From an optimization exercise on the open Yosys and OpenROAD flow, aimed at small area, a short achievable clock period and few clock cycles per item; shortcuts taken in it are not production practice.
In this exercise RTL edits were held to simulation tests only and were not proved equivalent to the original.
No activity file was given, so power comes from the tool's default toggle rates.

== run 1 ==
Design kd_alarm_eval, start of the top module:
module kd_alarm_eval (
    input  wire        clk,
    input  wire        rst,
    input  wire [6:0]  cfg_limit_enable,
    input  wire [31:0] cfg_ll,
    input  wire [31:0] cfg_l,
    input  wire [31:0] cfg_h,
    input  wire [31:0] cfg_hh,
    input  wire [31:0] cfg_deadband,
    input  wire [19:0] cfg_on_delay,
    input  wire [19:0] cfg_off_delay,
    input  wire [19:0] cfg_flt_on_delay,
    input  wire [19:0] cfg_flt_off_delay,
    input  wire        cfg_limits_on_bad,
    input  wire [11:0] cfg_shelve_max_min,
    input  wire        ev_valid,
    output wire        ev_ready,
    input  wire [31:0] ev_time,
    input  wire [31:0] ev_value,
    input  wire [2:0]  ev_quality,
    input  wire        ev_hold,
    input  wire [31:0] ev_action,
    output reg         res_valid,
    output wire [31:0] res_state,
    output wire [15:0] res_seq,
    output wire [3:0]  res_pw_event,
    output wire [19:0] res_ev_a,
    output wire [19:0] res_ev_b
);
Size in the first run: about 5600 cells after synthesis, about 850 flip-flops.
==> flow/config.mk <==
export PLATFORM = sky130hd
export DESIGN_NAME = kd_alarm_eval
export DESIGN_NICKNAME = kd_alarm_eval
export VERILOG_FILES = /design/flow/design.v
export SDC_FILE = /design/flow/constraint.sdc
export NUM_CORES = 4
export LEC_CHECK = 0
export ABC_AREA = 1
export CAP_MARGIN = 20
export CORE_MARGIN = 2
export CORE_UTILIZATION = 65
export CTS_CLUSTER_DIAMETER = 150
export CTS_CLUSTER_SIZE = 24
export SLEW_MARGIN = 20
==> flow/constraint.sdc <==
create_clock -name core_clock -period 50.0 [get_ports {clk}]
set_input_delay 10.0000 -clock core_clock [delete_from_list [all_inputs] [get_ports {clk}]]
set_output_delay 10.0000 -clock core_clock [all_outputs]
set_load 0.01 [all_outputs]
standard.sh (not shown) runs the stock make flow with config.mk's settings and CLKGATE_MAP_FILE= SYNTH_SCRIPT=/design/flow/synth_recipe.tcl, a recipe that flattens the netlist after the stock synthesis.
==> flow/flow/run.sh <==
#!/bin/bash
# Layout flow: the standard flow, with each port buffer a buf_1 cell,
# and the output port buffers then resized to buf_2, and the flip-flops that
# feed them to dfxtp_2, before detailed placement.
here=$(pwd)
export BUFFER_PORTS_ARGS="-buffer_cell sky130_fd_sc_hd__buf_1"
export PRE_DETAIL_PLACE_TCL="$here/flow/pre_detail_place.tcl"
bash standard.sh > standard.log 2>&1
==> flow/flow/pre_detail_place.tcl <==
# Each output port buffer (a buf_1 from buffer_ports) becomes a buf_2, and
# the flip-flop that feeds it a dfxtp_2.
set resized 0
set upsized 0
foreach port [all_outputs] {
  foreach inst [get_fanin -to $port -flat -only_cells -levels 1] {
    set lc [get_lib_cells -quiet -of_objects $inst]
    if {$lc eq "" || $lc eq "NULL"} continue
    if {[get_name $lc] eq "sky130_fd_sc_hd__buf_1"} {
      replace_cell [get_full_name $inst] sky130_fd_sc_hd__buf_2
      incr resized
    }
  }
  foreach inst [get_fanin -to $port -flat -only_cells -startpoints_only] {
    set lc [get_lib_cells -quiet -of_objects $inst]
    if {$lc eq "" || $lc eq "NULL"} continue
    if {[get_name $lc] eq "sky130_fd_sc_hd__dfxtp_1"} {
      replace_cell [get_full_name $inst] sky130_fd_sc_hd__dfxtp_2
      incr upsized
    }
  }
}
puts "output port buffers resized to buf_2: $resized; flip-flops feeding them resized to dfxtp_2: $upsized"
Testbench counts of run 1, summed over its fixed seeds: cycles 24,128, items 24,000.
The following lists how run 2 was set up differently from run 1:
==> flow/flow/run.sh <==
#!/bin/bash
# Layout flow: the standard flow, with each port buffer a buf_1 cell,
# and the output port buffers then resized to buf_2 before detailed placement.
here=$(pwd)
export BUFFER_PORTS_ARGS="-buffer_cell sky130_fd_sc_hd__buf_1"
export PRE_DETAIL_PLACE_TCL="$here/flow/pre_detail_place.tcl"
bash standard.sh > standard.log 2>&1
==> flow/flow/pre_detail_place.tcl <==
# Each output port buffer (a buf_1 from buffer_ports) becomes a buf_2.
set resized 0
foreach port [all_outputs] {
  foreach inst [get_fanin -to $port -flat -only_cells -levels 1] {
    set lc [get_lib_cells -quiet -of_objects $inst]
    if {$lc eq "" || $lc eq "NULL"} continue
    if {[get_name $lc] eq "sky130_fd_sc_hd__buf_1"} {
      replace_cell [get_full_name $inst] sky130_fd_sc_hd__buf_2
      incr resized
    }
  }
}
puts "output port buffers resized to buf_2: $resized"
==> run summary <==
- Delta (run 2 minus run 1): average routed wire per standard cell rose by 0.079 um; slack of the critical path moved down.
- Run 2 vs. run 1: non-clock buffer area fraction after layout neither gained nor lost much; worst stage delay on the critical path moved up.
- Looking at share of layout cells above drive strength 1 across run 2 and run 1, the one that comes out higher is run 1.
- First-pass GRT wire length: run 2 worse than run 1
- met4 as the uppermost signal routing layer after detailed routing was reported by run 2, and met5 by run 1.
- | leakage power of the design | run 1 vs run 2 | ≈ equal |
diff inputs: run 2 => run 3
==> flow/flow/run.sh <==
#!/bin/bash
# Layout flow: the standard flow, with each input port buffer a buf_1
# cell and each output port buffer a buf_2 cell.
here=$(pwd)
export PRE_GLOBAL_PLACE_TCL="$here/flow/pre_global_place.tcl"
export BUFFER_PORTS_ARGS="-inputs -buffer_cell sky130_fd_sc_hd__buf_1"
bash standard.sh > standard.log 2>&1
==> flow/flow/pre_global_place.tcl (new file) <==
# Output port buffers; the input port buffers follow in global_place.tcl.
buffer_ports -outputs -buffer_cell sky130_fd_sc_hd__buf_2
removed: flow/flow/pre_detail_place.tcl
Findings:
There was hardly any difference in relative contribution of the clock network to total power between run 3 and run 2. [compare] base=run 2 new=run 3: setup slack rose 75 ps, final-layout non-clock buffer area share saw a decrease. The post-route clock period utilization number comes out lower for run 3 vs run 2. Run 3: worst-case reg-to-reg path depth 3.7% below run 2. Run 3: post-route cell area lower than run 2. Any difference in power density over cell area between run 2 and run 3 is small enough to ignore. The run with more routed wire is run 2, not run 3. In run 3 the critical path arrival turned out 80 ps lower than in run 2. Total number of vias ended up about 0.9% lower on run 3 than on run 2.
## Diff of input files: run 4 against run 3
==> flow/flow/run.sh <==
#!/bin/bash
# Layout flow: the standard flow, with each input port buffer a buf_1
# cell, each output port buffer a buf_2 cell, and the flip-flops that feed
# the output port buffers in a stronger drive.
here=$(pwd)
export PRE_GLOBAL_PLACE_TCL="$here/flow/pre_global_place.tcl"
export PRE_DETAIL_PLACE_TCL="$here/flow/pre_detail_place.tcl"
export BUFFER_PORTS_ARGS="-inputs -buffer_cell sky130_fd_sc_hd__buf_1"
bash standard.sh > standard.log 2>&1
==> flow/flow/pre_detail_place.tcl (new file) <==
# The flip-flop behind each output port buffer gets a stronger drive: it
# drives the wire to its output port buffer.
set upsized {}
foreach port [all_outputs] {
  foreach inst [get_fanin -to $port -flat -only_cells -startpoints_only] {
    set name [get_full_name $inst]
    if {[lsearch -exact $upsized $name] >= 0} continue
    set lc [get_lib_cells -quiet -of_objects $inst]
    if {$lc eq "" || $lc eq "NULL"} continue
    set master [get_name $lc]
    if {[string match "*dfxtp_1" $master]} {
      replace_cell $name sky130_fd_sc_hd__dfxtp_4
      lappend upsized $name
    }
  }
}
puts "output flip-flops given a stronger drive: [llength $upsized]"
Results
Reported for run 3 and run 4, area of the die turned out identical to the last digit. Transition time at the pin with the least slew margin, run 3 and run 4: smaller value in run 3. Run 4 ended with less worst slew slack as a fraction of its limit than run 3. Comparing run 3 and run 4, final-layout worst hold slack is lower on run 3. The fraction of power consumed by the clock network of run 4 exceeds that of run 3 by 0.2 points. Summary — setup slack, run 4 relative to run 3: higher, by 81 ps. For global-route usage, run 4 and run 3 come out practically identical. Of run 3 and run 4, run 4 shows the lower arrival time of the worst setup path, with run 3 above it.

-- port drivers added, routing unchanged --
The results above use ideal ports. As a check the final layouts listed here were re-extracted and re-timed, cells and wires unchanged.
Step 1 sets driving cells, clkbuf_16 on the clock port and buf_2 on the other inputs (assumed; they add their load-dependent delay and slew).
Step 2 moves the port delays by t, midway between the first and last clock arrival at a register: inputs arrive t later, outputs are due t later. That takes back most of the time a late clock gives input paths.
Slacks: ideal ports / drivers / drivers and shift; pairs: ideal ports / drivers.
run | t, ns | setup WS [ns] | hold slack, ns | latest minus earliest clock arrival (ns) | worst data-port slew with drivers (ns)
run 1 | 0.686 | 38.865 / 38.797 / 39.011 | 0.381 / 0.381 / 0.381 | 0.043 / 0.043 | 0.11
run 2 | 0.694 | 38.805 / 38.738 / 39.011 | 0.382 / 0.382 / 0.382 | 0.047 / 0.046 | 0.10
run 3 | 0.689 | 38.880 / 38.808 / 39.016 | 0.379 / 0.379 / 0.379 | 0.048 / 0.048 | 0.12
run 4 | 0.697 | 38.961 / 38.893 / 39.024 | 0.385 / 0.385 / 0.385 | 0.052 / 0.052 | 0.11
After both steps setup and hold are still met in every run listed.
